This design comes from an exercise in tuning for small area, a short achievable clock period and few clock cycles on the open sky130 flow, not from production work. Where RTL was checked, it was by simulation tests only, not by an equivalence proof against the original. Only the layout flow was run in run 3; the RTL was not checked for function there.

File: flow/standard.sh
#!/bin/bash
# synth_recipe.tcl (not shown) runs the flow's synth.tcl, then flattens the netlist and writes it again
# the make line also repeats each setting of config.mk as NAME=value (left out here)
make -C /OpenROAD-flow-scripts/flow DESIGN_CONFIG=/design/flow/config.mk WORK_HOME=/design/flow/orfs CLKGATE_MAP_FILE= SYNTH_SCRIPT=/design/flow/synth_recipe.tcl "${@:-finish}"
File: flow/flow/run.sh
#!/bin/bash
set -o pipefail
export BUFFER_PORTS_ARGS="-buffer_cell sky130_fd_sc_hd__buf_1"
bash standard.sh finish > standard_flow.log 2>&1
status=$?
echo "standard.sh exit status $status"
exit $status
File: flow/design.v
module aes_sbox (
    input  wire [7:0] a,
    output wire [7:0] y
);
    wire U0 = a[7], U1 = a[6], U2 = a[5], U3 = a[4];
    wire U4 = a[3], U5 = a[2], U6 = a[1], U7 = a[0];
    wire T1, T2, T3, T4, T5, T6, T7, T8, T9, T10, T11, T12;
    wire T13, T14, T15, T16, T17, T18, T19, T20, T21, T22, T23, T24;
    wire T25, T26, T27, M1, M2, M3, M4, M5, M6, M7, M8, M9;
    wire M10, M11, M12, M13, M14, M15, M16, M17, M18, M19, M20, M21;
    wire M22, M23, M24, M25, M26, M27, M28, M29, M30, M31, M32, M33;
    wire M34, M35, M36, M37, M38, M39, M40, M41, M42, M43, M44, M45;
    wire M46, M47, M48, M49, M50, M51, M52, M53, M54, M55, M56, M57;
    wire M58, M59, M60, M61, M62, M63, L0, L1, L2, L3, L4, L5;
    wire L6, L7, L8, L9, L10, L11, L12, L13, L14, L15, L16, L17;
    wire L18, L19, L20, L21, L22, L23, L24, L25, L26, L27, L28, L29;
    sbg_xor2 g_T1 (.a(U0), .b(U3), .y(T1));
    sbg_xor2 g_T2 (.a(U0), .b(U5), .y(T2));
    sbg_xor2 g_T3 (.a(U0), .b(U6), .y(T3));
    sbg_xor2 g_T4 (.a(U3), .b(U5), .y(T4));
    sbg_xor2 g_T5 (.a(U4), .b(U6), .y(T5));
    sbg_xor2 g_T6 (.a(T1), .b(T5), .y(T6));
    sbg_xor2 g_T7 (.a(U1), .b(U2), .y(T7));
    sbg_xor2 g_T8 (.a(U7), .b(T6), .y(T8));
    sbg_xor2 g_T9 (.a(U7), .b(T7), .y(T9));
    sbg_xor2 g_T10 (.a(T6), .b(T7), .y(T10));
    sbg_xor2 g_T11 (.a(U1), .b(U5), .y(T11));
    sbg_xor2 g_T12 (.a(U2), .b(U5), .y(T12));
    sbg_xor2 g_T13 (.a(T3), .b(T4), .y(T13));
    sbg_xor2 g_T14 (.a(T6), .b(T11), .y(T14));
    sbg_xor2 g_T15 (.a(T5), .b(T11), .y(T15));
    sbg_xor2 g_T16 (.a(T5), .b(T12), .y(T16));
    sbg_xor2 g_T17 (.a(T9), .b(T16), .y(T17));
    sbg_xor2 g_T18 (.a(U3), .b(U7), .y(T18));
    sbg_xor2 g_T19 (.a(T7), .b(T18), .y(T19));
    sbg_xor2 g_T20 (.a(T1), .b(T19), .y(T20));
    sbg_xor2 g_T21 (.a(U6), .b(U7), .y(T21));
    sbg_xor2 g_T22 (.a(T7), .b(T21), .y(T22));
    sbg_xor2 g_T23 (.a(T2), .b(T22), .y(T23));
    sbg_xor2 g_T24 (.a(T2), .b(T10), .y(T24));
    sbg_xor2 g_T25 (.a(T20), .b(T17), .y(T25));
    sbg_xor2 g_T26 (.a(T3), .b(T16), .y(T26));
    sbg_xor2 g_T27 (.a(T1), .b(T12), .y(T27));
    sbg_nand2 g_M1 (.a(T13), .b(T6), .y(M1));
    sbg_nand2 g_M2 (.a(T23), .b(T8), .y(M2));
    sbg_xnor2 g_M3 (.a(T14), .b(M1), .y(M3));
    sbg_nand2 g_M4 (.a(T19), .b(U7), .y(M4));
    sbg_xor2 g_M5 (.a(M4), .b(M1), .y(M5));
    sbg_nand2 g_M6 (.a(T3), .b(T16), .y(M6));
    sbg_nand2 g_M7 (.a(T22), .b(T9), .y(M7));
    sbg_xnor2 g_M8 (.a(T26), .b(M6), .y(M8));
    sbg_nand2 g_M9 (.a(T20), .b(T17), .y(M9));
    sbg_xor2 g_M10 (.a(M9), .b(M6), .y(M10));
    sbg_nand2 g_M11 (.a(T1), .b(T15), .y(M11));
    sbg_nand2 g_M12 (.a(T4), .b(T27), .y(M12));
    sbg_xor2 g_M13 (.a(M12), .b(M11), .y(M13));
    sbg_nand2 g_M14 (.a(T2), .b(T10), .y(M14));
    sbg_xor2 g_M15 (.a(M14), .b(M11), .y(M15));
    sbg_xnor2 g_M16 (.a(M3), .b(M2), .y(M16));
    sbg_xor2 g_M17 (.a(M5), .b(T24), .y(M17));
    sbg_xnor2 g_M18 (.a(M8), .b(M7), .y(M18));
    sbg_xor2 g_M19 (.a(M10), .b(M15), .y(M19));
    sbg_xor2 g_M20 (.a(M16), .b(M13), .y(M20));
    sbg_xor2 g_M21 (.a(M17), .b(M15), .y(M21));
    sbg_xor2 g_M22 (.a(M18), .b(M13), .y(M22));
    sbg_xor2 g_M23 (.a(M19), .b(T25), .y(M23));
    sbg_xor2 g_M24 (.a(M22), .b(M23), .y(M24));
    sbg_nand2 g_M25 (.a(M22), .b(M20), .y(M25));
    sbg_xnor2 g_M26 (.a(M21), .b(M25), .y(M26));
    sbg_xor2 g_M27 (.a(M20), .b(M21), .y(M27));
    sbg_xnor2 g_M28 (.a(M23), .b(M25), .y(M28));
    sbg_nand2 g_M29 (.a(M28), .b(M27), .y(M29));
    sbg_nand2 g_M30 (.a(M26), .b(M24), .y(M30));
    sbg_nand2 g_M31 (.a(M20), .b(M23), .y(M31));
    sbg_nand2b g_M32 (.an(M31), .b(M27), .y(M32));
    sbg_xnor2 g_M33 (.a(M27), .b(M25), .y(M33));
    sbg_nand2 g_M34 (.a(M21), .b(M22), .y(M34));
    sbg_nand2b g_M35 (.an(M34), .b(M24), .y(M35));
    sbg_xnor2 g_M36 (.a(M24), .b(M25), .y(M36));
    sbg_xnor2 g_M37 (.a(M21), .b(M29), .y(M37));
    sbg_xnor2 g_M38 (.a(M32), .b(M33), .y(M38));
    sbg_xnor2 g_M39 (.a(M23), .b(M30), .y(M39));
    sbg_xnor2 g_M40 (.a(M35), .b(M36), .y(M40));
    sbg_xor2 g_M41 (.a(M38), .b(M40), .y(M41));
    sbg_xor2 g_M42 (.a(M37), .b(M39), .y(M42));
    sbg_xor2 g_M43 (.a(M37), .b(M38), .y(M43));
    sbg_xor2 g_M44 (.a(M39), .b(M40), .y(M44));
    sbg_xor2 g_M45 (.a(M42), .b(M41), .y(M45));
    sbg_nand2 g_M46 (.a(M44), .b(T6), .y(M46));
    sbg_nand2 g_M47 (.a(M40), .b(T8), .y(M47));
    sbg_nand2 g_M48 (.a(M39), .b(U7), .y(M48));
    sbg_nand2 g_M49 (.a(M43), .b(T16), .y(M49));
    sbg_nand2 g_M50 (.a(M38), .b(T9), .y(M50));
    sbg_nand2 g_M51 (.a(M37), .b(T17), .y(M51));
    sbg_nand2 g_M52 (.a(M42), .b(T15), .y(M52));
    sbg_nand2 g_M53 (.a(M45), .b(T27), .y(M53));
    sbg_nand2 g_M54 (.a(M41), .b(T10), .y(M54));
    sbg_nand2 g_M55 (.a(M44), .b(T13), .y(M55));
    sbg_nand2 g_M56 (.a(M40), .b(T23), .y(M56));
    sbg_nand2 g_M57 (.a(M39), .b(T19), .y(M57));
    sbg_nand2 g_M58 (.a(M43), .b(T3), .y(M58));
    sbg_nand2 g_M59 (.a(M38), .b(T22), .y(M59));
    sbg_nand2 g_M60 (.a(M37), .b(T20), .y(M60));
    sbg_nand2 g_M61 (.a(M42), .b(T1), .y(M61));
    sbg_nand2 g_M62 (.a(M45), .b(T4), .y(M62));
    sbg_nand2 g_M63 (.a(M41), .b(T2), .y(M63));
    sbg_xor2 g_L0 (.a(M61), .b(M62), .y(L0));
    sbg_xor2 g_L1 (.a(M50), .b(M56), .y(L1));
    sbg_xor2 g_L2 (.a(M46), .b(M48), .y(L2));
    sbg_xor2 g_L3 (.a(M47), .b(M55), .y(L3));
    sbg_xor2 g_L4 (.a(M54), .b(M58), .y(L4));
    sbg_xor2 g_L5 (.a(M49), .b(M61), .y(L5));
    sbg_xnor2 g_L6 (.a(M62), .b(L5), .y(L6));
    sbg_xnor2 g_L7 (.a(M46), .b(L3), .y(L7));
    sbg_xor2 g_L8 (.a(M51), .b(M59), .y(L8));
    sbg_xor2 g_L9 (.a(M52), .b(M53), .y(L9));
    sbg_xnor2 g_L10 (.a(M53), .b(L4), .y(L10));
    sbg_xnor2 g_L11 (.a(M60), .b(L2), .y(L11));
    sbg_xor2 g_L12 (.a(M48), .b(M51), .y(L12));
    sbg_xnor2 g_L13 (.a(M50), .b(L0), .y(L13));
    sbg_xor2 g_L14 (.a(M52), .b(M61), .y(L14));
    sbg_xnor2 g_L15 (.a(M55), .b(L1), .y(L15));
    sbg_xnor2 g_L16 (.a(M56), .b(L0), .y(L16));
    sbg_xnor2 g_L17 (.a(M57), .b(L1), .y(L17));
    sbg_xnor2 g_L18 (.a(M58), .b(L8), .y(L18));
    sbg_xnor2 g_L19 (.a(M63), .b(L4), .y(L19));
    sbg_xor2 g_L20 (.a(L0), .b(L1), .y(L20));
    sbg_xor2 g_L21 (.a(L1), .b(L7), .y(L21));
    sbg_xor2 g_L22 (.a(L3), .b(L12), .y(L22));
    sbg_xor2 g_L23 (.a(L18), .b(L2), .y(L23));
    sbg_xor2 g_L24 (.a(L15), .b(L9), .y(L24));
    sbg_xor2 g_L25 (.a(L6), .b(L10), .y(L25));
    sbg_xor2 g_L26 (.a(L7), .b(L9), .y(L26));
    sbg_xor2 g_L27 (.a(L8), .b(L10), .y(L27));
    sbg_xor2 g_L28 (.a(L11), .b(L14), .y(L28));
    sbg_xor2 g_L29 (.a(L11), .b(L17), .y(L29));
    sbg_xor2 g_y7 (.a(L6), .b(L24), .y(y[7]));
    sbg_xnor2 g_y6 (.a(L16), .b(L26), .y(y[6]));
    sbg_xnor2 g_y5 (.a(L19), .b(L28), .y(y[5]));
    sbg_xor2 g_y4 (.a(L6), .b(L21), .y(y[4]));
    sbg_xor2 g_y3 (.a(L20), .b(L22), .y(y[3]));
    sbg_xor2 g_y2 (.a(L25), .b(L29), .y(y[2]));
    sbg_xnor2 g_y1 (.a(L13), .b(L27), .y(y[1]));
    sbg_xnor2 g_y0 (.a(L6), .b(L23), .y(y[0]));
endmodule
module sbg_xor2 (input wire a, input wire b, output wire y);
    assign y = a ^ b;
endmodule
module sbg_xnor2 (input wire a, input wire b, output wire y);
    assign y = ~(a ^ b);
endmodule
module sbg_nand2 (input wire a, input wire b, output wire y);
    assign y = ~(a & b);
endmodule
module sbg_nand2b (input wire an, input wire b, output wire y);
    assign y = ~(~an & b);
endmodule
module sbg_aoi222 (input wire a, input wire b, input wire c, input wire d,
                   input wire e, input wire f, output wire y);
    assign y = ~((a & b) | (c & d) | (e & f));
endmodule
module xor8 (input wire [7:0] a, input wire [7:0] b, output wire [7:0] y);
    genvar i;
    generate
        for (i = 0; i < 8; i = i + 1) begin : g
            sbg_xor2 u (.a(a[i]), .b(b[i]), .y(y[i]));
        end
    endgenerate
endmodule
module xtime8 (input wire [7:0] a, output wire [7:0] y);
    assign y[0] = a[7];
    sbg_xor2 u1 (.a(a[0]), .b(a[7]), .y(y[1]));
    assign y[2] = a[1];
    sbg_xor2 u3 (.a(a[2]), .b(a[7]), .y(y[3]));
    sbg_xor2 u4 (.a(a[3]), .b(a[7]), .y(y[4]));
    assign y[7:5] = a[6:4];
endmodule
module sbg_aoi22 (input wire a, input wire b, input wire c, input wire d, output wire y);
    assign y = ~((a & b) | (c & d));
endmodule
module sbg_mux2 (input wire a, input wire b, input wire s, output wire y);
    assign y = s ? b : a;
endmodule
module sbg_ao22 (input wire a, input wire b, input wire c, input wire d, output wire y);
    assign y = (a & b) | (c & d);
endmodule
module ite_cmac (
    input  wire         clk,
    input  wire         rst,
    output reg          ready,
    input  wire         key_load,
    input  wire [255:0] key,
    output reg          kcv_valid,
    output wire [23:0]  kcv,
    input  wire         msg_start,
    input  wire [15:0]  tenant,
    input  wire [15:0]  ns,
    input  wire [63:0]  lba,
    input  wire [31:0]  zgen,
    input  wire [31:0]  key_id,
    input  wire         blk_valid,
    output reg          blk_ready,
    input  wire [127:0] blk_data,
    output reg          tag_valid,
    output wire [127:0] tag
);
    localparam [1:0] K_L   = 2'd0,     
                     K_KCV = 2'd1,     
                     K_MSG = 2'd2;     
    reg          busy;         
    reg          waiting;      
    reg          kstart;       
    reg          kcap;         
    reg          k1start;      
    reg  [1:0]   kind;
    reg  [3:0]   rnd;          
    reg          last;         
    reg  [8:0]   blk;          
    reg  [127:0] state;        
    reg  [255:0] key_r;        
    reg  [255:0] kw;           
    reg  [127:0] k1;           
    reg  [31:0]  kid;          
    function [7:0] xtime;
        input [7:0] b;
        xtime = {b[6:0], 1'b0} ^ (b[7] ? 8'h1b : 8'h00);
    endfunction
    function [15:0] le16;
        input [15:0] v;
        le16 = {v[7:0], v[15:8]};
    endfunction
    function [31:0] le32;
        input [31:0] v;
        le32 = {v[7:0], v[15:8], v[23:16], v[31:24]};
    endfunction
    function [63:0] le64;
        input [63:0] v;
        le64 = {le32(v[31:0]), le32(v[63:32])};
    endfunction
    genvar g;
    wire [31:0] kw_last = kw[31:0];
    wire [31:0] kw_sub;
    aes_sbox u_ks0 (.a(kw_last[31:24]), .y(kw_sub[31:24]));
    aes_sbox u_ks1 (.a(kw_last[23:16]), .y(kw_sub[23:16]));
    aes_sbox u_ks2 (.a(kw_last[15:8]),  .y(kw_sub[15:8]));
    aes_sbox u_ks3 (.a(kw_last[7:0]),   .y(kw_sub[7:0]));
    reg [7:0] rcon;
    always @(*) begin
        case (rnd[3:1])
            3'd0:    rcon = 8'h01;    
            3'd1:    rcon = 8'h02;    
            3'd2:    rcon = 8'h04;
            3'd3:    rcon = 8'h08;
            3'd4:    rcon = 8'h10;
            3'd5:    rcon = 8'h20;
            default: rcon = 8'h40;    
        endcase
    end
    wire [31:0] kt  = rnd[0] ? ({kw_sub[23:0], kw_sub[31:24]} ^ {rcon, 24'h0}) : kw_sub;
    wire [31:0] p1  = kw[255:224] ^ kw[223:192];
    wire [31:0] p2  = p1 ^ kw[191:160];
    wire [31:0] p3  = p2 ^ kw[159:128];
    wire [127:0] kw_nx;
    generate
        for (g = 0; g < 32; g = g + 1) begin : g_nw
            sbg_xor2 u_n0 (.a(kw[224+g]), .b(kt[g]), .y(kw_nx[96+g]));
            sbg_xor2 u_n1 (.a(p1[g]),     .b(kt[g]), .y(kw_nx[64+g]));
            sbg_xor2 u_n2 (.a(p2[g]),     .b(kt[g]), .y(kw_nx[32+g]));
            sbg_xor2 u_n3 (.a(p3[g]),     .b(kt[g]), .y(kw_nx[g]));
        end
    endgenerate
    wire [127:0] rk_cur = kw[127:0];
    wire [127:0] rk0    = key_r[255:128];
    wire [127:0] sb;
    generate
        for (g = 0; g < 16; g = g + 1) begin : g_sb
            aes_sbox u_sb (.a(state[127-8*g -: 8]), .y(sb[127-8*g -: 8]));
        end
    endgenerate
    wire [127:0] sr;
    genvar c, r;
    generate
        for (c = 0; c < 4; c = c + 1) begin : g_sr_c
            for (r = 0; r < 4; r = r + 1) begin : g_sr_r
                assign sr[127-8*(4*c+r) -: 8] = sb[127-8*(4*((c+r)%4)+r) -: 8];
            end
        end
    endgenerate
    wire [127:0] mc;
    generate
        for (c = 0; c < 4; c = c + 1) begin : g_mc
            wire [7:0] a0 = sr[127-32*c    -: 8];
            wire [7:0] a1 = sr[127-32*c-8  -: 8];
            wire [7:0] a2 = sr[127-32*c-16 -: 8];
            wire [7:0] a3 = sr[127-32*c-24 -: 8];
            wire [7:0] s01, s12, s23, s30, u0, u1, u2, u3, x0, x1, x2, x3;
            xor8   u_s01 (.a(a0), .b(a1), .y(s01));
            xor8   u_s12 (.a(a1), .b(a2), .y(s12));
            xor8   u_s23 (.a(a2), .b(a3), .y(s23));
            xor8   u_s30 (.a(a3), .b(a0), .y(s30));
            xor8   u_u0  (.a(a1), .b(s23), .y(u0));
            xor8   u_u1  (.a(a2), .b(s30), .y(u1));
            xor8   u_u2  (.a(a3), .b(s01), .y(u2));
            xor8   u_u3  (.a(a0), .b(s12), .y(u3));
            xtime8 u_x0  (.a(s01), .y(x0));
            xtime8 u_x1  (.a(s12), .y(x1));
            xtime8 u_x2  (.a(s23), .y(x2));
            xtime8 u_x3  (.a(s30), .y(x3));
            xor8   u_m0  (.a(u0), .b(x0), .y(mc[127-32*c    -: 8]));
            xor8   u_m1  (.a(u1), .b(x1), .y(mc[127-32*c-8  -: 8]));
            xor8   u_m2  (.a(u2), .b(x2), .y(mc[127-32*c-16 -: 8]));
            xor8   u_m3  (.a(u3), .b(x3), .y(mc[127-32*c-24 -: 8]));
        end
    endgenerate
    wire [127:0] hdr0 = {le16(tenant), le16(ns), le64(lba), le32(zgen)};
    wire [127:0] hdr1 = {le32(kid), 96'h0};
    wire msg_blk_end = busy && last && (kind == K_MSG);
    wire want_data   = waiting || (msg_blk_end && (blk != 9'd0) && (blk != 9'd257));
    wire take_data   = want_data && blk_valid;
    wire take_hdr1   = msg_blk_end && (blk == 9'd0);
    wire take_hdr0   = ready && !key_load && msg_start;
    wire last_data   = (blk == 9'd256);    
    wire         x_en   = take_hdr0 || take_hdr1 || take_data || kstart || k1start;
    wire         k1_sel = k1start || (take_data && last_data);
    wire         sel_mc = busy && !last;
    wire         sel_sr = busy && last;
    wire [127:0] n_rk, n_rk0, n_k1, n_in, z_1, z_2, z_add;
    wire [127:0] y_n, state_nx;
    generate
        for (g = 0; g < 128; g = g + 1) begin : g_nx
            sbg_nand2 u_a (.a(busy),   .b(rk_cur[g]), .y(n_rk[g]));
            sbg_nand2 u_b (.a(x_en),   .b(rk0[g]),    .y(n_rk0[g]));
            sbg_nand2 u_c (.a(k1_sel), .b(k1[g]),     .y(n_k1[g]));
            sbg_xor2 u_z1 (.a(n_rk[g]), .b(n_rk0[g]), .y(z_1[g]));
            sbg_xor2 u_z2 (.a(z_1[g]),  .b(n_k1[g]),  .y(z_2[g]));
            sbg_aoi222 u_y (.a(sel_mc), .b(mc[g]), .c(sel_sr), .d(sr[g]),
                            .e(waiting), .f(state[g]), .y(y_n[g]));
            if (g >= 96) begin : g_h1
                sbg_aoi222 u_d (.a(take_hdr0), .b(hdr0[g]), .c(take_data), .d(blk_data[g]),
                                .e(take_hdr1), .f(hdr1[g]), .y(n_in[g]));
                sbg_xor2   u_z3 (.a(z_2[g]),  .b(n_in[g]),  .y(z_add[g]));
                sbg_xnor2  u_z  (.a(y_n[g]), .b(z_add[g]), .y(state_nx[g]));
            end else begin : g_h0
                sbg_ao22   u_d (.a(take_hdr0), .b(hdr0[g]), .c(take_data), .d(blk_data[g]),
                                .y(n_in[g]));
                sbg_xor2   u_z3 (.a(z_2[g]),  .b(n_in[g]),  .y(z_add[g]));
                sbg_xor2   u_z  (.a(y_n[g]), .b(z_add[g]), .y(state_nx[g]));
            end
        end
    endgenerate
    wire kw_reload = !busy || last;
    wire kw_keep   = !kw_reload;
    wire [127:0] L_dbl = {state[126:0], 1'b0} ^ (state[127] ? 128'h87 : 128'h0);
    wire [255:0] kw_in = {kw[127:0], kw_nx};
    wire [255:0] kw_d;
    generate
        for (g = 0; g < 256; g = g + 1) begin : g_kw
            sbg_ao22 u_m (.a(kw_in[g]), .b(kw_keep), .c(key_r[g]), .d(kw_reload), .y(kw_d[g]));
        end
    endgenerate
    assign tag = state;
    assign kcv = {state[111:104], state[119:112], state[127:120]};
    always @(posedge clk) begin
        state <= state_nx;
        kw    <= kw_d;
        if (ready && key_load) key_r <= key;
        if (take_hdr0) kid <= key_id;
        if (kcap) k1 <= L_dbl;
    end
    always @(posedge clk) begin
        if (rst) begin
            ready     <= 1'b1;
            busy      <= 1'b0;
            waiting   <= 1'b0;
            kstart    <= 1'b0;
            kcap      <= 1'b0;
            k1start   <= 1'b0;
            kind      <= K_L;
            rnd       <= 4'd1;
            last      <= 1'b0;
            blk       <= 9'd0;
            blk_ready <= 1'b0;
            kcv_valid <= 1'b0;
            tag_valid <= 1'b0;
        end else begin
            kcv_valid <= 1'b0;
            tag_valid <= 1'b0;
            kstart    <= 1'b0;
            kcap      <= 1'b0;
            k1start   <= kcap;
            if (ready && key_load) begin
                ready  <= 1'b0;
                kstart <= 1'b1;
            end else if (take_hdr0) begin
                ready <= 1'b0;
                busy  <= 1'b1;
                kind  <= K_MSG;
                blk   <= 9'd0;
                rnd   <= 4'd1;
                last  <= 1'b0;
            end
            if (kstart || k1start) begin
                busy <= 1'b1;
                kind <= kstart ? K_L : K_KCV;
                rnd  <= 4'd1;
                last <= 1'b0;
            end
            if (waiting && blk_valid) begin
                waiting   <= 1'b0;
                blk       <= blk + 9'd1;
                blk_ready <= 1'b0;
                busy      <= 1'b1;
                rnd       <= 4'd1;
                last      <= 1'b0;
            end
            if (busy) begin
                if (!last) begin
                    rnd  <= rnd + 4'd1;
                    last <= (rnd == 4'd13);
                    if (rnd == 4'd13 && kind == K_MSG && blk != 9'd0 && blk != 9'd257)
                        blk_ready <= 1'b1;
                end else begin
                    rnd  <= 4'd1;
                    last <= 1'b0;
                    case (kind)
                        K_L: begin
                            busy <= 1'b0;
                            kcap <= 1'b1;
                        end
                        K_KCV: begin
                            busy      <= 1'b0;
                            kcv_valid <= 1'b1;
                            ready     <= 1'b1;
                        end
                        default: begin
                            if (blk == 9'd257) begin
                                busy      <= 1'b0;
                                tag_valid <= 1'b1;
                                ready     <= 1'b1;
                            end else begin
                                if (blk == 9'd0) begin
                                    blk <= 9'd1;
                                end else if (blk_valid) begin
                                    blk       <= blk + 9'd1;
                                    blk_ready <= 1'b0;
                                end else begin
                                    busy    <= 1'b0;
                                    waiting <= 1'b1;
                                end
                            end
                        end
                    endcase
                end
            end
        end
    end
endmodule
File: flow/config.mk
export PLATFORM = sky130hd
export DESIGN_NAME = ite_cmac
export DESIGN_NICKNAME = ite_cmac
export VERILOG_FILES = /design/flow/design.v
export SDC_FILE = /design/flow/constraint.sdc
export NUM_CORES = 4
export LEC_CHECK = 0
export CAP_MARGIN = 20
export CELL_PAD_IN_SITES_DETAIL_PLACEMENT = 0
export CELL_PAD_IN_SITES_GLOBAL_PLACEMENT = 0
export CORE_MARGIN = 2
export CORE_UTILIZATION = 50
export PLACE_DENSITY = 0.65
export SETUP_SLACK_MARGIN = 3.5
export SLEW_MARGIN = 20
export SYNTH_HIERARCHICAL = 1
File: flow/constraint.sdc
create_clock -name core_clock -period 10.0 [get_ports {clk}]
set_input_delay 2.0000 -clock core_clock [delete_from_list [all_inputs] [get_ports {clk}]]
set_output_delay 2.0000 -clock core_clock [all_outputs]
set_load 0.01 [all_outputs]
==> results.toml, run 1 <==
[run_status]
outcome = "complete, no violations"

[clock_tree]
cts_buffers = 93
root_buffer = "clkbuf_16"
clk_latency_ns = 0.71
cts_sinks = 825
cts_buffer_depth = 3
clk_pin_slew_ns = 0.06
tritoncts = "done"
h-tree-depth = 3

[critical_path]
cp-endpoint = "state[102]"
critPathLaunchType = "flop"
r2r_setup_slack_ns = 3.61
ff2ff_path_depth = 21
timing.rr.start = "state[45]"
arrival_ns = 7.02
startpoint = "state[45]"
r2r-end = "state[102]"
cp_max_fo = 5
crit_required_ns = 10.63
cp-end-kind = "flop"
path_class = "flop to flop"

[finish]
drive_above_1_share_pct = 11.63
fin_area_um2 = 69800
layout.cells.non_filler = 8203
area_growth_pct = 17.78
nets = 7139

[routing]
viasPerCell = 5.426
drtIter0Drc = 4622
drc = 0
via_count = 44510
routed_wl_um = 202600
wire_per_inst_um = 24.70
ant_nets = 0
first_pass_iters = 10

[placed_design]
portBuffers = 704
placed_area_um2 = 62460
globalplace.congestion = 0.9871
dp.cells = 7923
dp_slack_ns = 2.802
dp_hpwl_um = 156900

[grt]
grt_pass1_vias = 42670
grtUsageTotal_pct = 31.89
grt_overflow = 0
grt_first_pass_wirelength_um = 285200
antenna_found_initial = 5
grt_max_degree = 186

[synth]
syn-num-nets = 6445
ys_warn_count = 7
synth_top_area_cell = "xor2_1"
async_reset_ff_share_pct = 0
synth_edf_count = 416
synth_top_area_share_pct = 37.02
ys_ff_latch = 825
synth.cell_area_um2 = 59260
netlist_instances = 5891
synthFlopType = "edfxtp_1"
muxShareOfSynthArea_pct = 0.5278
post_synth_xor_area_fraction_pct = 45.22
ys_top_cells_by_area = "xor2_1 (37%), edfxtp_1 (21%), dfxtp_1 (14%), xnor2_1 (8.2%), nand2_1 (6.6%)"
syn_area_per_cell_um2 = 10.06
synth_top_family_by_area = "XOR/XNOR gates"
yosys.area_share.adder_pct = 0.1056
synth.distinct_cells = 50
synth-simple-area-share_pct = 7.761
synth_compound_area_share_pct = 8.424
ys_seq_area_share_pct = 34.89
synth_most_common_cell = "xor2_1"
synthTopCellsByCount = "xor2_1 (2,505), nand2_1 (1,039), xnor2_1 (555)"

[timing]
rsz0062_at_grt = "true"
setup-tns-final_ns = 0
fin_skew_ns = 0.05454
final.min_clock_period_ns = 6.394
slew_headroom_pct = 20.43
finalCritPeriodShare_pct = 63.94
fin_ws_ns = 3.606
report.final.slew_viol_count = 0
max_freq_mhz = 156.4
hold_viol = 0
worst_slew_pin_slew_ns = 1.189
setup_viol = 0

[worst_hold_path]
hp-class = "flop to flop"
min_path_cells = 1

[run]
max_cap_viol_count = 0

[die]
ioPinCount = 705
fp-row-count = 126
die_h_um = 348.3
floorplan.initialDensity_pct = 50.32
die_x_um = 348.3
design.die.area_um2 = 121300
coreArea_um2 = 117800

[power_and_ir_drop]
Yosys stat by module (local to each module, per instance), a selection:
module	copies in the design	cells inside	area, um^2
sbg_nand2b	40	1	6.256
xtime8	16	5	37.54
sbg_nand2	1024	1	3.754
sbg_aoi222	160	1	10.01
sbg_xor2	2400	1	8.758
ite_cmac	1	1283	24030
sbg_xnor2	552	1	8.758
sbg_ao22	352	1	8.758
how the worst min path moves through the flow:
stage	start	end	slack [ns]
finish	key_r[122]	kw[122]	0.45
global route	key_r[122]	kw[122]	0.46
CTS	key_r[122]	kw[122]	0.45
detailed placement	key_r[43]	kw[43]	0.44
global placement	key_r[85]	kw[85]	0.44
floorplan	key_r[0]	kw[0]	0.44
layout by cell type, fill, tap and decap left out, types with 12 or more instances in the layout:
cell type | netlist | layout
xnor2_2 | 0 | 95
xnor2_1 | 555 | 448
a22o_1 | 352 | 352
mux2_2 | 26 | 26
edfxtp_1 | 416 | 416
clkbuf_1 | 12 | 15
dfxtp_2 | 0 | 82
clkbuf_16 | 0 | 96
a222oi_1 | 160 | 160
nor2_1 | 28 | 27
xor2_1 | 2505 | 2263
xor2_4 | 0 | 40
a21oi_1 | 25 | 18
xnor2_4 | 0 | 12
buf_1 | 2 | 704
nand2_1 | 1039 | 1039
xor2_2 | 0 | 202
dfxtp_1 | 409 | 320
clkinv_2 | 0 | 15
buf_4 | 229 | 133
clkinv_1 | 0 | 12
nand2b_1 | 42 | 41
worst max-delay path: stages (launching register included):
cell and delay [ns]:
dfxtp_1 0.59, xor2_4 0.30, xor2_2 0.27, xor2_1 0.33
nand2_1 0.13, xor2_1 0.19, xor2_1 0.28, xor2_2 0.33
xor2_1 0.30, xnor2_1 0.16, xnor2_2 0.35, xor2_2 0.25
xor2_1 0.20, nand2_1 0.17, xor2_2 0.33, xnor2_1 0.16
xnor2_2 0.41, xor2_2 0.26, xor2_1 0.21, xor2_1 0.11
a222oi_1 0.79, xnor2_1 0.19
routing by layer:
layer | vias to the layer above | track usage [%] | part of all wire (%)
met2 | 1695 | 50.78 | 46
met5 | - | 0 | 0.013
li1 | 20750 | - | -
met3 | 297 | 6.198 | 7.8
met4 | 4 | 13.62 | 4.9
met1 | 21770 | 42.23 | 42
cell families after synthesis:
group	after synthesis
compound gates	561
xor+xnor	3060
fa+ha+maj	5
buf+inv	252
flops	825
mux	28
simple gates	1160
registers in the layout (all words and copies together) (netlist names), 2 cells and up:
| signal | cells |
|---|---|
| rnd | 4 |
| kid | 32 |
| key_r | 256 |
| k1 | 128 |
| blk | 9 |
| kind | 2 |
| state | 128 |
| kw | 256 |
stage by stage:
| step | utilization, % | hold slack (ns) |
|---|---|---|
| 6_report | 59.27 | 0.4541 |
| 5_1_grt | 59.27 | 0.4605 |
| 4_1_cts | 56.66 | 0.4535 |
| 3_5_place_dp | 53.04 | 0.4406 |
| 3_3_place_gp | 53.03 | 0.4419 |
| 2_1_floorplan | - | 0.4355 |
cell type report:
class | instances | area (um^2)
Tap cell | 1536 | 1922
Multi-Input combinational cell | 4814 | 40050
Antenna cell | 1 | 2.502
Clock inverter | 60 | 648.1
Clock buffer | 116 | 2527
Fill cell | 10140 | 47960
Inverter | 6 | 37.54
Sequential cell | 825 | 20810
Timing Repair Buffer | 845 | 3801
timing repair:
item	CTS	global route
hold buffers	0	0
setup buffers	1	102
pin swaps	6	59
cloned	0	0
endpoints found under the setup margin	148	234
gates resized for setup	156	341
Testbench counts, summed over its fixed seeds: cycles 115,872.
==> run 2: changes to the inputs <==
--- a/flow/config.mk
+++ b/flow/config.mk
@@ -9,8 +9,8 @@
 export CELL_PAD_IN_SITES_DETAIL_PLACEMENT = 0
 export CELL_PAD_IN_SITES_GLOBAL_PLACEMENT = 0
 export CORE_MARGIN = 2
-export CORE_UTILIZATION = 50
-export PLACE_DENSITY = 0.65
+export CORE_UTILIZATION = 65
+export PLACE_DENSITY = 0.78
 export SETUP_SLACK_MARGIN = 3.5
 export SLEW_MARGIN = 20
 export SYNTH_HIERARCHICAL = 1
==> run 2 against run 1 <==
  * Still clean on timing, DRC and antenna
  * Clock skew fell by 0.025 ns
  * Synthesized cell count stayed put
  * Critical path depth unchanged
  * Maximum frequency decreased by 0.36%
  * Non-clock buffer count is 9 lower
  * First-iteration DRC count is 28% higher
  * Core utilization up 17 points
  * Flip-flop and latch count unchanged
  * Global-route usage is 8.8 points higher
==> results.toml, run 2 <==
[clock_tree]
cts_hold_buf = 0
clk_latency_ns = 0.70
root_buffer = "clkbuf_16"
cts_buffer_depth = 3
clk_pin_slew_ns = 0.06
tritoncts = "done"
cts_buffers = 89
h-tree-depth = 3
cts_sinks = 825

[die]
die_x_um = 306.0
fp-row-count = 110
floorplan.initialDensity_pct = 65.74
die_h_um = 306.0
coreArea_um2 = 90150
ioPinCount = 705
design.die.area_um2 = 93610

[finish]
drive_above_1_share_pct = 11.39
final_cell_mix = "xor2_1 (2,261), nand2_1 (1,039), buf_1 (704), xnor2_1 (462), edfxtp_1 (416)"
fillers = 6226
area_growth_pct = 16.59
nets = 7126
final_common_cell = "xor2_1"
reg_top3 = "key_r (256), kw (256)"

[timing]
setup_viol = 0
hold_viol = 0
worst_slew_pin_slew_ns = 1.187
slew_headroom_pct = 20.57
final.min_clock_period_ns = 6.417
whs_ns = 0.4435
setup-tns-final_ns = 0
fin_skew_ns = 0.02905
finalCritPeriodShare_pct = 64.17
max_freq_mhz = 155.8
report.final.slew_viol_count = 0
rsz0062_at_grt = "true"

[synth]
synth.cell_area_um2 = 59260
synthFlopType = "edfxtp_1"
ys_warn_count = 7
synth.distinct_cells = 50
ys_ff_latch = 825
netlist_instances = 5891
syn_area_per_cell_um2 = 10.06
ys_top_cells_by_area = "xor2_1 (37%), edfxtp_1 (21%), dfxtp_1 (14%), xnor2_1 (8.2%), nand2_1 (6.6%)"
ys_seq_area_share_pct = 34.89
async_reset_ff_share_pct = 0
synth_edf_count = 416
syn-num-nets = 6445
synth_most_common_cell = "xor2_1"
synth_top_area_cell = "xor2_1"
synthTopCellsByCount = "xor2_1 (2,505), nand2_1 (1,039), xnor2_1 (555)"
synth_top_area_share_pct = 37.02

[placed_design]
globalplace.congestion = 1.035
portBuffers = 704
dp_hpwl_um = 150200

[grt]
grt_max_degree = 153
antenna_found_initial = 6
grt_overflow = 0
grt_first_pass_wirelength_um = 284600
grt_pass1_vias = 44570
grtUsageTotal_pct = 40.69

[run]
max_cap_viol_count = 0

[run_status]
outcome = "complete, no violations"

[routing]
routed_wl_um = 200700
first_pass_iters = 10
drc = 0
ant_nets = 0
via_count = 46350
drtIter0Drc = 5936
viasPerCell = 5.924
wire_per_inst_um = 25.65

[critical_path]
crit_top_cell = "xor2_1"
arrival_ns = 7.02
cp_cell_sequence = "xor2_2, xor2_1, xor2_1, nand2_1, xor2_1, xor2_1, xor2_2, xor2_1, xnor2_1, xnor2_2, xor2_1, nand2_1, xor2_1, xnor2_1, xor2_1, xor2_1, xor2_1, xor2_1, xor2_1, a222oi_1, xnor2_1"
cpLargestDelayFamily = "XOR/XNOR gates"
timing.rr.start = "state[45]"
startpoint = "state[45]"
critPathLaunchType = "flop"
worst-path-buf-inv = 0
cp_max_fo = 5
crit_required_ns = 10.60
cpMaxStageDelayCell = "dfxtp_1"
critPathMaxStageDelay_ns = 0.57
path_class = "flop to flop"
cp-end-kind = "flop"

[worst_hold_path]
hold_start = "key_r[51]"
hp-class = "flop to flop"
run 2: kinds of logic (layout without fill, tap and decap cells):
logic type                 Yosys count  after routing  synth area share, %
buffers and inverters              252           1008                3.063
xor gates and xnor gates          3060           3060                45.22
muxes                               28             28               0.5278
AOI/OAI and AO/OA                  561            561                8.424
DFF                                825            825                34.89
other                                0              1                    0
adders and majority gates            5              5               0.1056
and+or+nand+nor                   1160           1160                7.761
run 2: per-stage QoR:
step                util, %  worst slack [ns]  instance area [um^2]  cells
floorplan                 -            0.8798                 59280   5891
global placement      68.71             2.662                 61940   7555
detailed placement    68.71             2.663                 61940   7555
CTS                   73.28             3.433                 66060   7729
global route          76.65             3.323                 69100   7823
finish                76.65             3.583                 69100   7824
run 2: path summary, 6_finish.rpt:
path	to	slack, ns	depth (start not counted)
worst max-delay path	state[100]	3.58	21
worst min register to register	kw[51]	0.44	1
worst min-delay path	kw[51]	0.44	1
worst max register to register	state[100]	3.58	21
run 2: metal layers:
layer | vias up | global-route usage, % | wire length (um)
met4 | 4 | 21.72 | 12820
met3 | 460 | 8.094 | 20940
met2 | 2694 | 63.32 | 89940
met1 | 22470 | 53.61 | 76970
li1 | 20720 | - | -
met5 | - | 0 | 29
run 2: modules after synthesis, one instance, submodules excluded, excerpt:
module      flops+latches  times used  cells inside  cell area [um^2]
sbg_aoi222              0         160             1             10.01
sbg_nand2               0        1024             1             3.754
xtime8                  0          16             5             37.54
ite_cmac              825           1          1283             24030
sbg_nand2b              0          40             1             6.256
sbg_xnor2               0         552             1             8.758
sbg_xor2                0        2400             1             8.758
sbg_ao22                0         352             1             8.758
run 2: repair_timing:
item,in CTS,in global routing
setup buffers,8,93
endpoints found under the setup margin,142,206
resized for setup,149,359
pin swaps,7,51
run 2: cell type report:
type	count	area (um^2)	share of cell area, %
Timing Repair Buffer	836	3719	5.382
Sequential cell	825	20830	30.15
Inverter	6	37.54	0.05432
Clock inverter	37	445.4	0.6446
Multi-Input combinational cell	4814	40030	57.93
Antenna cell	1	2.502	0.003622
Clock buffer	129	2562	3.708
Tap cell	1176	1471	2.129
run 2: worst register-to-register path: cells and delay by family (launching register included):
family | cells | cell delay [ns]
compound gates | 1 | 0.50
flops | 1 | 0.57
xor+xnor | 18 | 4.99
simple gates | 2 | 0.25
==> run 3: changes to the inputs <==
--- a/flow/design.v
+++ b/flow/design.v
@@ -286,32 +286,6 @@
             end
         end
     endgenerate
-    wire [127:0] mc;
-    generate
-        for (c = 0; c < 4; c = c + 1) begin : g_mc
-            wire [7:0] a0 = sr[127-32*c    -: 8];
-            wire [7:0] a1 = sr[127-32*c-8  -: 8];
-            wire [7:0] a2 = sr[127-32*c-16 -: 8];
-            wire [7:0] a3 = sr[127-32*c-24 -: 8];
-            wire [7:0] s01, s12, s23, s30, u0, u1, u2, u3, x0, x1, x2, x3;
-            xor8   u_s01 (.a(a0), .b(a1), .y(s01));
-            xor8   u_s12 (.a(a1), .b(a2), .y(s12));
-            xor8   u_s23 (.a(a2), .b(a3), .y(s23));
-            xor8   u_s30 (.a(a3), .b(a0), .y(s30));
-            xor8   u_u0  (.a(a1), .b(s23), .y(u0));
-            xor8   u_u1  (.a(a2), .b(s30), .y(u1));
-            xor8   u_u2  (.a(a3), .b(s01), .y(u2));
-            xor8   u_u3  (.a(a0), .b(s12), .y(u3));
-            xtime8 u_x0  (.a(s01), .y(x0));
-            xtime8 u_x1  (.a(s12), .y(x1));
-            xtime8 u_x2  (.a(s23), .y(x2));
-            xtime8 u_x3  (.a(s30), .y(x3));
-            xor8   u_m0  (.a(u0), .b(x0), .y(mc[127-32*c    -: 8]));
-            xor8   u_m1  (.a(u1), .b(x1), .y(mc[127-32*c-8  -: 8]));
-            xor8   u_m2  (.a(u2), .b(x2), .y(mc[127-32*c-16 -: 8]));
-            xor8   u_m3  (.a(u3), .b(x3), .y(mc[127-32*c-24 -: 8]));
-        end
-    endgenerate
     wire [127:0] hdr0 = {le16(tenant), le16(ns), le64(lba), le32(zgen)};
     wire [127:0] hdr1 = {le32(kid), 96'h0};
     wire msg_blk_end = busy && last && (kind == K_MSG);
@@ -325,27 +299,60 @@
     wire         sel_mc = busy && !last;
     wire         sel_sr = busy && last;
     wire [127:0] n_rk, n_rk0, n_k1, n_in, z_1, z_2, z_add;
-    wire [127:0] y_n, state_nx;
+    wire         sel_nmc = !sel_mc;
+    wire [127:0] alt_n, alt, mcz, state_nx;
     generate
         for (g = 0; g < 128; g = g + 1) begin : g_nx
             sbg_nand2 u_a (.a(busy),   .b(rk_cur[g]), .y(n_rk[g]));
             sbg_nand2 u_b (.a(x_en),   .b(rk0[g]),    .y(n_rk0[g]));
             sbg_nand2 u_c (.a(k1_sel), .b(k1[g]),     .y(n_k1[g]));
             sbg_xor2 u_z1 (.a(n_rk[g]), .b(n_rk0[g]), .y(z_1[g]));
-            sbg_xor2 u_z2 (.a(z_1[g]),  .b(n_k1[g]),  .y(z_2[g]));
-            sbg_aoi222 u_y (.a(sel_mc), .b(mc[g]), .c(sel_sr), .d(sr[g]),
-                            .e(waiting), .f(state[g]), .y(y_n[g]));
+            sbg_xor2 u_z2 (.a(z_1[g]),  .b(n_k1[g]),  .y(z_2[g]));    
             if (g >= 96) begin : g_h1
                 sbg_aoi222 u_d (.a(take_hdr0), .b(hdr0[g]), .c(take_data), .d(blk_data[g]),
                                 .e(take_hdr1), .f(hdr1[g]), .y(n_in[g]));
                 sbg_xor2   u_z3 (.a(z_2[g]),  .b(n_in[g]),  .y(z_add[g]));
-                sbg_xnor2  u_z  (.a(y_n[g]), .b(z_add[g]), .y(state_nx[g]));
             end else begin : g_h0
                 sbg_ao22   u_d (.a(take_hdr0), .b(hdr0[g]), .c(take_data), .d(blk_data[g]),
                                 .y(n_in[g]));
-                sbg_xor2   u_z3 (.a(z_2[g]),  .b(n_in[g]),  .y(z_add[g]));
-                sbg_xor2   u_z  (.a(y_n[g]), .b(z_add[g]), .y(state_nx[g]));
+                sbg_xnor2  u_z3 (.a(z_2[g]),  .b(n_in[g]),  .y(z_add[g]));
             end
+            sbg_aoi22  u_y (.a(sel_sr), .b(sr[g]), .c(waiting), .d(state[g]), .y(alt_n[g]));
+            sbg_xnor2  u_w (.a(alt_n[g]), .b(z_add[g]), .y(alt[g]));
+            sbg_ao22   u_o (.a(sel_mc), .b(mcz[g]), .c(sel_nmc), .d(alt[g]), .y(state_nx[g]));
+        end
+    endgenerate
+    generate
+        for (c = 0; c < 4; c = c + 1) begin : g_mc
+            wire [7:0] a0 = sr[127-32*c    -: 8];
+            wire [7:0] a1 = sr[127-32*c-8  -: 8];
+            wire [7:0] a2 = sr[127-32*c-16 -: 8];
+            wire [7:0] a3 = sr[127-32*c-24 -: 8];
+            wire [7:0] z0 = z_add[127-32*c    -: 8];
+            wire [7:0] z1 = z_add[127-32*c-8  -: 8];
+            wire [7:0] z2 = z_add[127-32*c-16 -: 8];
+            wire [7:0] z3 = z_add[127-32*c-24 -: 8];
+            wire [7:0] s01, s12, s23, s30, v0, v1, v2, v3, u0, u1, u2, u3, x0, x1, x2, x3;
+            xor8   u_s01 (.a(a0), .b(a1), .y(s01));
+            xor8   u_s12 (.a(a1), .b(a2), .y(s12));
+            xor8   u_s23 (.a(a2), .b(a3), .y(s23));
+            xor8   u_s30 (.a(a3), .b(a0), .y(s30));
+            xor8   u_v0  (.a(a1), .b(z0), .y(v0));
+            xor8   u_v1  (.a(a2), .b(z1), .y(v1));
+            xor8   u_v2  (.a(a3), .b(z2), .y(v2));
+            xor8   u_v3  (.a(a0), .b(z3), .y(v3));
+            xor8   u_u0  (.a(v0), .b(s23), .y(u0));
+            xor8   u_u1  (.a(v1), .b(s30), .y(u1));
+            xor8   u_u2  (.a(v2), .b(s01), .y(u2));
+            xor8   u_u3  (.a(v3), .b(s12), .y(u3));
+            xtime8 u_x0  (.a(s01), .y(x0));
+            xtime8 u_x1  (.a(s12), .y(x1));
+            xtime8 u_x2  (.a(s23), .y(x2));
+            xtime8 u_x3  (.a(s30), .y(x3));
+            xor8   u_m0  (.a(u0), .b(x0), .y(mcz[127-32*c    -: 8]));
+            xor8   u_m1  (.a(u1), .b(x1), .y(mcz[127-32*c-8  -: 8]));
+            xor8   u_m2  (.a(u2), .b(x2), .y(mcz[127-32*c-16 -: 8]));
+            xor8   u_m3  (.a(u3), .b(x3), .y(mcz[127-32*c-24 -: 8]));
         end
     endgenerate
     wire kw_reload = !busy || last;
==> flow/run.sh (new file) <==
#!/bin/bash
# synth_recipe.tcl (not shown) runs the flow's synth.tcl, then flattens the netlist and writes it again
# the make line also repeats each setting of config.mk as NAME=value (left out here)
make -C /OpenROAD-flow-scripts/flow DESIGN_CONFIG=/design/flow/config.mk WORK_HOME=/design/flow/orfs CLKGATE_MAP_FILE= SYNTH_SCRIPT=/design/flow/synth_recipe.tcl finish
--- a/flow/config.mk
+++ b/flow/config.mk
@@ -9,8 +9,8 @@
 export CELL_PAD_IN_SITES_DETAIL_PLACEMENT = 0
 export CELL_PAD_IN_SITES_GLOBAL_PLACEMENT = 0
 export CORE_MARGIN = 2
-export CORE_UTILIZATION = 65
-export PLACE_DENSITY = 0.78
+export CORE_UTILIZATION = 50
+export PLACE_DENSITY = 0.65
 export SETUP_SLACK_MARGIN = 3.5
 export SLEW_MARGIN = 20
 export SYNTH_HIERARCHICAL = 1
removed: flow/flow/run.sh
removed: flow/standard.sh
==> run 3 against run 2 <==
  * Register-to-register slack better by 0.19 ns
  * Wire length is 11% higher
  * Non-clock buffer count is 35 lower
  * First-iteration DRC count is 26% lower
  * Synthesized cell count is 4.4% higher
  * Design area is 10% higher
  * Sequential share of layout area is 2.8 points lower
  * Core utilization is 15 points lower
  * Flip-flop and latch count stayed put
  * Global-route usage is 6.8 points lower
  * Clock skew is 0.0059 ns lower
  * Critical path type is now input pin to flop
==> results.toml, run 3 <==
[routing]
highest-signal-layer = "met4"
route.met3.wl_um = 16690
routed_wl_um = 223500
drtIter0Drc = 4366
ant_nets = 0
first_pass_iters = 6
via_count = 46680
viasPerCell = 5.476
wl_met2_um = 101900
drc = 0
wire_per_inst_um = 26.22
wl_met1_um = 93820

[finish]
regArea_um2 = 20770
final_common_cell = "xor2_1"
fillers = 10400
nets = 7358
final_cell_mix = "xor2_1 (2,235), nand2_1 (1,044), clkdlybuf4s50_1 (704), xnor2_1 (666), a22o_1 (480)"
drive_above_1_share_pct = 11.29
area_growth_pct = 22.88
reg_top3 = "key_r (256), kw (256)"
multiInputGateArea_um2 = 42060

[die]
die_h_um = 355.7
ioPinCount = 705
die_x_um = 355.7
floorplan.initialDensity_pct = 50.23
fp-row-count = 129
design.die.area_um2 = 126500
coreArea_um2 = 123200

[placed_design]
dp_hpwl_um = 173500
globalplace.congestion = 0.9607
portBuffers = 704

[synth]
ys_warn_count = 7
synthFlopType = "edfxtp_1"
async_reset_ff_share_pct = 0
ys_seq_area_share_pct = 33.43
synth_edf_count = 416
ys_top_cells_by_area = "xor2_1 (35%), edfxtp_1 (20%), dfxtp_1 (13%), xnor2_1 (11%), a22o_1 (6.8%)"
syn_area_per_cell_um2 = 10.06
synth_top_area_share_pct = 34.56
synthTopCellsByCount = "xor2_1 (2,441), nand2_1 (1,044), xnor2_1 (748)"
synth.distinct_cells = 51
synth.cell_area_um2 = 61850
synth_top_area_cell = "xor2_1"
syn-num-nets = 6704
ys_ff_latch = 825
synth_most_common_cell = "xor2_1"
netlist_instances = 6150

[grt]
grt_max_degree = 175
grt_overflow = 0
grt_first_pass_wirelength_um = 313900
grt_pass1_vias = 45680
grtUsageTotal_pct = 33.94
antenna_found_initial = 3

[worst_hold_path]
hp-class = "flop to flop"
hold_start = "state[87]"
hold_path_end = "k1[88]"
min_path_cells = 0

[critical_path]
cp-end-kind = "flop"
cp_cell_sequence = "clkdlybuf4s50_1, nand3b_1, inv_6, or3_1, or3_4, buf_4, nand2_1, xor2_1, xor2_1, xnor2_1, xor2_1, xor2_1, xor2_1, a22o_1"
arrival_ns = 6.97
timing.rr.start = "kw[1]"
ff2ff_path_depth = 19
r2r_setup_slack_ns = 3.77
r2r-end = "kw[73]"
crit_required_ns = 10.55
critPathMaxStageDelay_ns = 0.66
crit_top_cell = "xor2_1"
path_class = "input pin to flop"
cp_max_fo = 47
critPathLaunchType = "input pin"
cpMaxStageDelayCell = "xor2_1"

[timing]
finalCritPeriodShare_pct = 64.16
final.min_clock_period_ns = 6.416
fin_skew_ns = 0.02316
setup_viol = 0
whs_ns = 0.4361
max_freq_mhz = 155.9
setup-tns-final_ns = 0
worst_slew_pin_slew_ns = 1.119
hold_viol = 0
slew_headroom_pct = 25.37
rsz0062_at_grt = "true"
report.final.slew_viol_count = 0

[run]
max_cap_viol_count = 0

[clock_tree]
clk_latency_ns = 0.68
tritoncts = "done"
cts_buffer_depth = 3
cts_sinks = 825
clk_pin_slew_ns = 0.06
h-tree-depth = 3
cts_buffers = 93
root_buffer = "clkbuf_16"

[run_status]
outcome = "complete, no violations"
[run 3: area by class of cell]
class	instances	share of cell area, %
clock buffer	126	3.361
inverter	8	0.06255
sequential	825	27.32
timing repair buffer	801	10.33
tap	1637	2.695
multi-input combinational	5075	55.33
antenna	3	0.009877
clock inverter	50	0.8889
[run 3: worst max path at each step]
| stage | from | endpoint | slack [ns] |
|---|---|---|---|
| after CTS | state[39] | state[23] | 3.39 |
| after floorplan | busy | blk_ready | 0.11 |
| final | key_load | state[37] | 3.58 |
| after global placement | blk_valid | state[124] | 2.10 |
| after detailed placement | blk_valid | state[121] | 2.44 |
| after global routing | state[87] | state[116] | 3.44 |
[run 3: cell families (layout without fill, tap and decap cells)]
group	Yosys count	count (layout)	share of synthesized area (%)
buffers and inverters	252	985	2.933
AOI/OAI and AO/OA	692	692	10.43
and+or+nand+nor	1160	1162	7.448
adders and majority gates	5	5	0.1011
muxes	27	27	0.4956
DFF	825	825	33.43
xor gates and xnor gates	3189	3189	45.16
other	0	3	0
[run 3: per-layer routing]
layer | GRT usage, % | vias up
li1 | - | 21460
met1 | 45.23 | 23060
met2 | 54.15 | 1815
met3 | 5.782 | 341
met4 | 14.76 | 0
met5 | 0 | -
[run 3: critical path, delay by kind of cell]
kind / cells / cell delay, ns
compound gates: 1 / 0.23
xor+xnor: 6 / 1.82
buf+inv: 3 / 1.46
simple gates: 4 / 1.40
[run 3: per-module statistics from Yosys (local to each module, per instance), excerpt]
module      cells  flip-flops and latches
sbg_xnor2       1                       0
sbg_xor2        1                       0
sbg_aoi222      1                       0
sbg_aoi22       1                       0
xtime8          5                       0
ite_cmac     1286                     825
sbg_nand2b      1                       0
sbg_nand2       1                       0
sbg_ao22        1                       0
[run 3: what timing repair did]
action,4_1_cts,5_1_grt
endpoints found under the hold margin,0,0
hold buffers,0,0
gates cloned,1,1
setup endpoints to repair,133,241
gates resized for setup,98,288
buffers inserted,0,51
pin swaps,2,33
[run 3: metrics by stage]
stage | utilization (%) | setup slack, ns | area [um^2] | std cells
floorplan | - | 0.1140 | 61870 | 6150
global placement | 56.51 | 2.097 | 69600 | 8290
detailed placement | 56.61 | 2.436 | 69710 | 8293
CTS | 59.82 | 3.393 | 73670 | 8470
global route | 61.71 | 3.437 | 76000 | 8522
finish | 61.72 | 3.584 | 76010 | 8525

port drivers added, routing unchanged:
In the flow no input, the clock included, has a driving cell. The finished layouts below were timed again as built, in two steps. Step 1 (the two cells are an assumption about what drives the block):
set clk [get_ports {clk}]
set_driving_cell -lib_cell sky130_fd_sc_hd__clkbuf_16 $clk
set_driving_cell -lib_cell sky130_fd_sc_hd__buf_2 [delete_from_list [all_inputs] $clk]
Step 2 also shifts input and output timing later by t, the mid clock arrival at the registers, as if the neighbouring blocks saw the same clock. a / b / c = ideal / step 1 / step 2; a / b = the first two.
run | shift t [ns] | setup WS [ns] | worst hold slack (ns) | clock arrival spread, ns | worst register clock-pin slew, ns
run 1 | 0.762 | 3.606 / 3.606 / 3.606 | 0.454 / 0.454 / 0.454 | 0.055 / 0.054 | 0.07 / 0.07
run 2 | 0.756 | 3.583 / 3.583 / 3.583 | 0.444 / 0.444 / 0.444 | 0.029 / 0.029 | 0.07 / 0.07
run 3 | 0.760 | 3.584 / 3.644 / 2.884 | 0.436 / 0.436 / 0.436 | 0.025 / 0.025 | 0.07 / 0.07
After both steps setup and hold are still met in every run listed. The setup slack of run 3, which loses most, moves by +0.060 ns with the drivers and by -0.700 ns with both steps.
